Background: an optimization exercise with open tools, aiming at small area, a short achievable clock period and few clock cycles per item. Do not read the settings as production practice. Function was not checked in any run shown here: the RTL went through the layout flow alone.

==> flow/design.v (outline; a module is shown in full before it is edited, if it fits) <==
// module sr_gen: 3658 lines
// module sr_fa: 10 lines
module sr_gen (
    input  wire        clk,
    input  wire        rst,
    input  wire        in_valid,
    output wire        in_ready,
    input  wire        in_load,
    input  wire [63:0] in_j,
    input  wire [63:0] in_s,
    input  wire [31:0] in_t,
    input  wire [47:0] in_x,
    output wire        out_valid,
    input  wire        out_ready,
    output wire [23:0] out_u
);
  // ...
==> flow/run.sh <==
#!/bin/bash
# synth_recipe.tcl (not shown) runs the flow's synth.tcl, then flattens the netlist and writes it again
# the make line also repeats each setting of config.mk as NAME=value (left out here)
make -C /OpenROAD-flow-scripts/flow DESIGN_CONFIG=/design/flow/config.mk WORK_HOME=/design/flow/orfs CLKGATE_MAP_FILE= SYNTH_SCRIPT=/design/flow/synth_recipe.tcl finish
==> flow/config.mk <==
export PLATFORM = sky130hd
export DESIGN_NAME = sr_gen
export DESIGN_NICKNAME = sr_gen
export VERILOG_FILES = /design/flow/design.v
export SDC_FILE = /design/flow/constraint.sdc
export NUM_CORES = 4
export LEC_CHECK = 0
export CAP_MARGIN = 20
export CORE_MARGIN = 2
export CORE_UTILIZATION = 30
export PLACE_DENSITY = 0.5
export SETUP_SLACK_MARGIN = 0.4
export SLEW_MARGIN = 20
export SYNTH_HIERARCHICAL = 1
==> flow/constraint.sdc <==
create_clock -name core_clock -period 12.0 [get_ports {clk}]
set_input_delay 2.4000 -clock core_clock [delete_from_list [all_inputs] [get_ports {clk}]]
set_output_delay 2.4000 -clock core_clock [all_outputs]
set_load 0.01 [all_outputs]
==> flow_summary.toml, run 1 <==
[cells_and_area]
seq_share_pct = 23.4
signal_buffers = 350
fill_cells = 17100
final_cell_mix = "fa_1, dfxtp_1, inv_1"
seq_area_mm2 = 0.0143
nonClkBufAreaFrac_pct = 5.27
n_clock_buffer = 97

[floorplanning]
dieArea_mm2 = 0.178
core_mm2 = 0.174
io_pins = 239

[worst_setup_path]
worst_setup_path_end_kind = "flop"
rr_endpoint = "cs2[112]"
startpoint = "a2[6]"
rrSetupSlack_ns = 5.66

[clock_tree]
cts.htree.levels = 3
ctsHoldBuffers = 0

[logic_synthesis]
synthMuxAreaShare_pct = 2.32
synth-compound-area-share_pct = 5.91
synth_top_area_share_pct = 48.6
synthArstFlopShare_pct = 0

[min_path]
whs_endpoint = "k3"

[outcome]
status = "timing/DRC/antenna clean"

[global_route]
grt.met1_usage_pct = 29.0

[route]
drt-vias-per-instance = 4.92
==> inputs of run 2 (changes only) <==
--- a/flow/config.mk
+++ b/flow/config.mk
@@ -5,10 +5,10 @@
 export SDC_FILE = /design/flow/constraint.sdc
 export NUM_CORES = 4
 export LEC_CHECK = 0
-export CAP_MARGIN = 20
+export CAP_MARGIN = 50
 export CORE_MARGIN = 2
 export CORE_UTILIZATION = 30
 export PLACE_DENSITY = 0.5
 export SETUP_SLACK_MARGIN = 0.4
-export SLEW_MARGIN = 20
+export SLEW_MARGIN = 80
 export SYNTH_HIERARCHICAL = 1
==> run 2 against run 1 <==
Utilization rose by 2.1 points. Largest cell class unchanged. Still clean on timing, DRC and antenna. Sequential share of layout area is 1.1 points lower. Critical endpoint is now z1[27]. Non-clock buffer count grew 141.
==> flow_summary.toml, run 2 <==
[global_route]
grt_pass1_wl_um = 274000
grt_overflow_total = 0
antenna_found_initial = 14
gr-usage-all-layers_pct = 21.8
grt_pass1_vias = 36500
grt_max_degree = 38

[worst_setup_path]
ff2ff_path_depth = 23
worst_setup_path_end_kind = "flop"
critPathKind = "reg2reg"
rrSetupSlack_ns = 6.76
endpoint = "z1[27]"
cp.required_ns = 12.53
r2r_start = "cs2[3]"
rr_endpoint = "z1[27]"
critical_path_arrival_ns = 5.77
startpoint = "cs2[3]"
worstPathMaxFanout = 10
startpoint_type = "flop"

[placement]
dp_hpwl_um = 155000
gp_congestion = 0.951
io_buffers = 238

[route]
vias = 33100
drt-vias-per-instance = 4.92
initialDrtViolationCount = 3064
drcViolationCount = 0
wl_um = 192000
routedWlPerCell_um = 28.5
ant_nets = 0
drt-pass1-iter-count = 5

[timing]
rsz0062_at_grt = "no"
fin_skew_ns = 0.0347
fin_crit_sh_pct = 43.6
fmax_mhz = 191
period_minus_slack_ns = 5.24
tns_ns = 0
worst_pin_slew_ns = 0.331
setup_viol = 0
holdWs_ns = 0.424
hold_violations = 0
drv_slew = 0
slew_headroom_pct = 77.9

[logic_synthesis]
synth_top_area_share_pct = 48.6
synth_area_mm2 = 0.0525
synth_most_common_cell = "fa_1"
synthTopCellsByArea = "fa_1, dfxtp_1, edfxtp_1"
ys_seq_area_share_pct = 27.2
synthArstFlopShare_pct = 0
synth.distinct_cells = 78
synthesis.instances = 3867
ys_ff_latch = 622
ys.flop_type = "dfxtp_1"
synth_area_leader_cell = "fa_1"
synth_area_per_cell_um2 = 13.6
ys.warnings.count = 7
synth.net_count = 5492
synthTopCellsByCount = "fa_1, dfxtp_1, inv_1, xnor2_1, nor2_1"
synth_edf_count = 180

[clock_tree]
clk_latency_ns = 0.69
numCtsBuffers = 72
cts_resized = 0
numClockSinks = 622
cts_setup_buffers = 0
cts.htree.levels = 3
clk_pin_slew_ns = 0.06
cts_root_buf = "clkbuf_16"
cts_tree = "built"
ctsHoldBuffers = 0
cts_buffer_depth = 3

[min_path]
holdCritStartpoint = "k1"
hold_path.class = "reg2reg"
whs_path_depth = 0

[floorplanning]
fp.dieH_um = 422
io_pins = 239
start_util_pct = 30.2
dieArea_mm2 = 0.178
core_mm2 = 0.174
std_cell_rows = 153
fp.dieW_um = 422

[cells_and_area]
areaGrowthSynthToFinish_pct = 23.3
layout.nets = 5959
final_cell_mix = "fa_1, dfxtp_1, inv_1"
reg_top3 = "fifo x144, cs1 x118, cs2 x109"
regMostFlops = "fifo"
drive_above_1_share_pct = 18.0
mostFrequentLayoutCell = "fa_1"
largest_reg_flops = 144

[job]
drv_cap = 0

[outcome]
status = "timing/DRC/antenna clean"
run 2: cell families after synthesis:
| family | synth area share [%] |
|---|---|
| buf+inv | 3.05 |
| simple gates | 4.21 |
| xor+xnor | 5.46 |
| flops | 27.2 |
| compound gates | 5.91 |
| mux | 2.32 |
| fa+ha+maj | 51.9 |
run 2: stage by stage:
stage          std cells  setup slack [ns]  area, µm²  utilization [%]
6_report            6725              6.76      64700             37.2
5_1_grt             6723              6.46      64700             37.2
4_1_cts             6706              6.66      64200             36.9
3_5_place_dp        6573              6.68      61600             35.5
3_3_place_gp        6444              5.71      58400             33.6
2_1_floorplan       3867              6.18      52500                -
run 2: area by class of cell:
class | instances | area [µm²]
fillers | 16700 | 109000
repair buffers | 491 | 5000
flip-flops and latches | 622 | 14400
well taps | 2325 | 2910
multi-input cells | 2818 | 38400
clock buffers | 92 | 1980
inverters | 329 | 1390
diodes | 7 | 17.5
clock inverters | 41 | 584
run 2: Yosys stat by module (local to each module, per instance):
| module | times used | cell area (µm²) | flip-flops and latches | cells inside |
|---|---|---|---|---|
| sr_gen | 1 | 28100 | 622 | 2648 |
| sr_fa | 1219 | 20.0 | 0 | 1 |
run 2: worst min path at each step:
stage,end,slack [ns]
after floorplan,k2,0.40
after global placement,k2,0.41
after detailed placement,k2,0.41
after CTS,k2,0.42
after global routing,k3,0.43
final,k2,0.42
run 2: routing by layer:
layer  global-route usage [%]  wire length, µm  vias to the layer above  share of wire (%)
met4                     7.72             7470                        4                3.9
met3                     3.56            12300                      322                6.4
met1                     29.7            80300                    17800                 42
met2                     35.1            91800                     1377                 48
li1                         -                -                    13500                  -
met5                        0               27                        -              0.014
run 2: critical path, cell delays in order, from the launching register on:
cell and delay, ns:
dfxtp_1 0.37, ha_1 0.16, inv_1 0.05, fa_1 0.39, and2b_2 0.27, o32ai_4 0.10
buf_1 0.14, o21ai_4 0.23, a31oi_4 0.16, o31ai_4 0.33, a21oi_4 0.14, o41a_4 0.51
o21ai_0 0.23, fa_4 0.29, xor2_1 0.20, buf_4 0.26, xnor2_2 0.15, clkdlybuf4s15_2 0.28
nor2_1 0.05, a21oi_1 0.22, xor2_1 0.17, nor2_1 0.05, a211oi_1 0.24, a21oi_2 0.10

[re-timing with driven ports]
The flow's constraints put no driver on any port. The routed layouts listed below were extracted and timed again, unchanged, in two steps. Step 1 assumes that a clkbuf_16 drives the clock port and a buf_2 every other input. Step 2 adds t to the input delays and takes it off the output delays; t is the mean of the earliest and latest rising clock arrival at the registers after step 1. Input paths then give back, and output paths get back, about the clock's delay inside the block. Slacks: ideal / step 1 / step 2; pairs: ideal / step 1.
run	t (ns)	slack for setup (ns)	worst setup path at the end	slew at the worst register clock pin (ns)
run 1	0.772	5.659 / 5.659 / 5.659	register to register	0.07 / 0.07
run 2	0.763	6.765 / 6.763 / 6.765	register to register	0.07 / 0.07
After both steps every run listed still meets setup and hold.
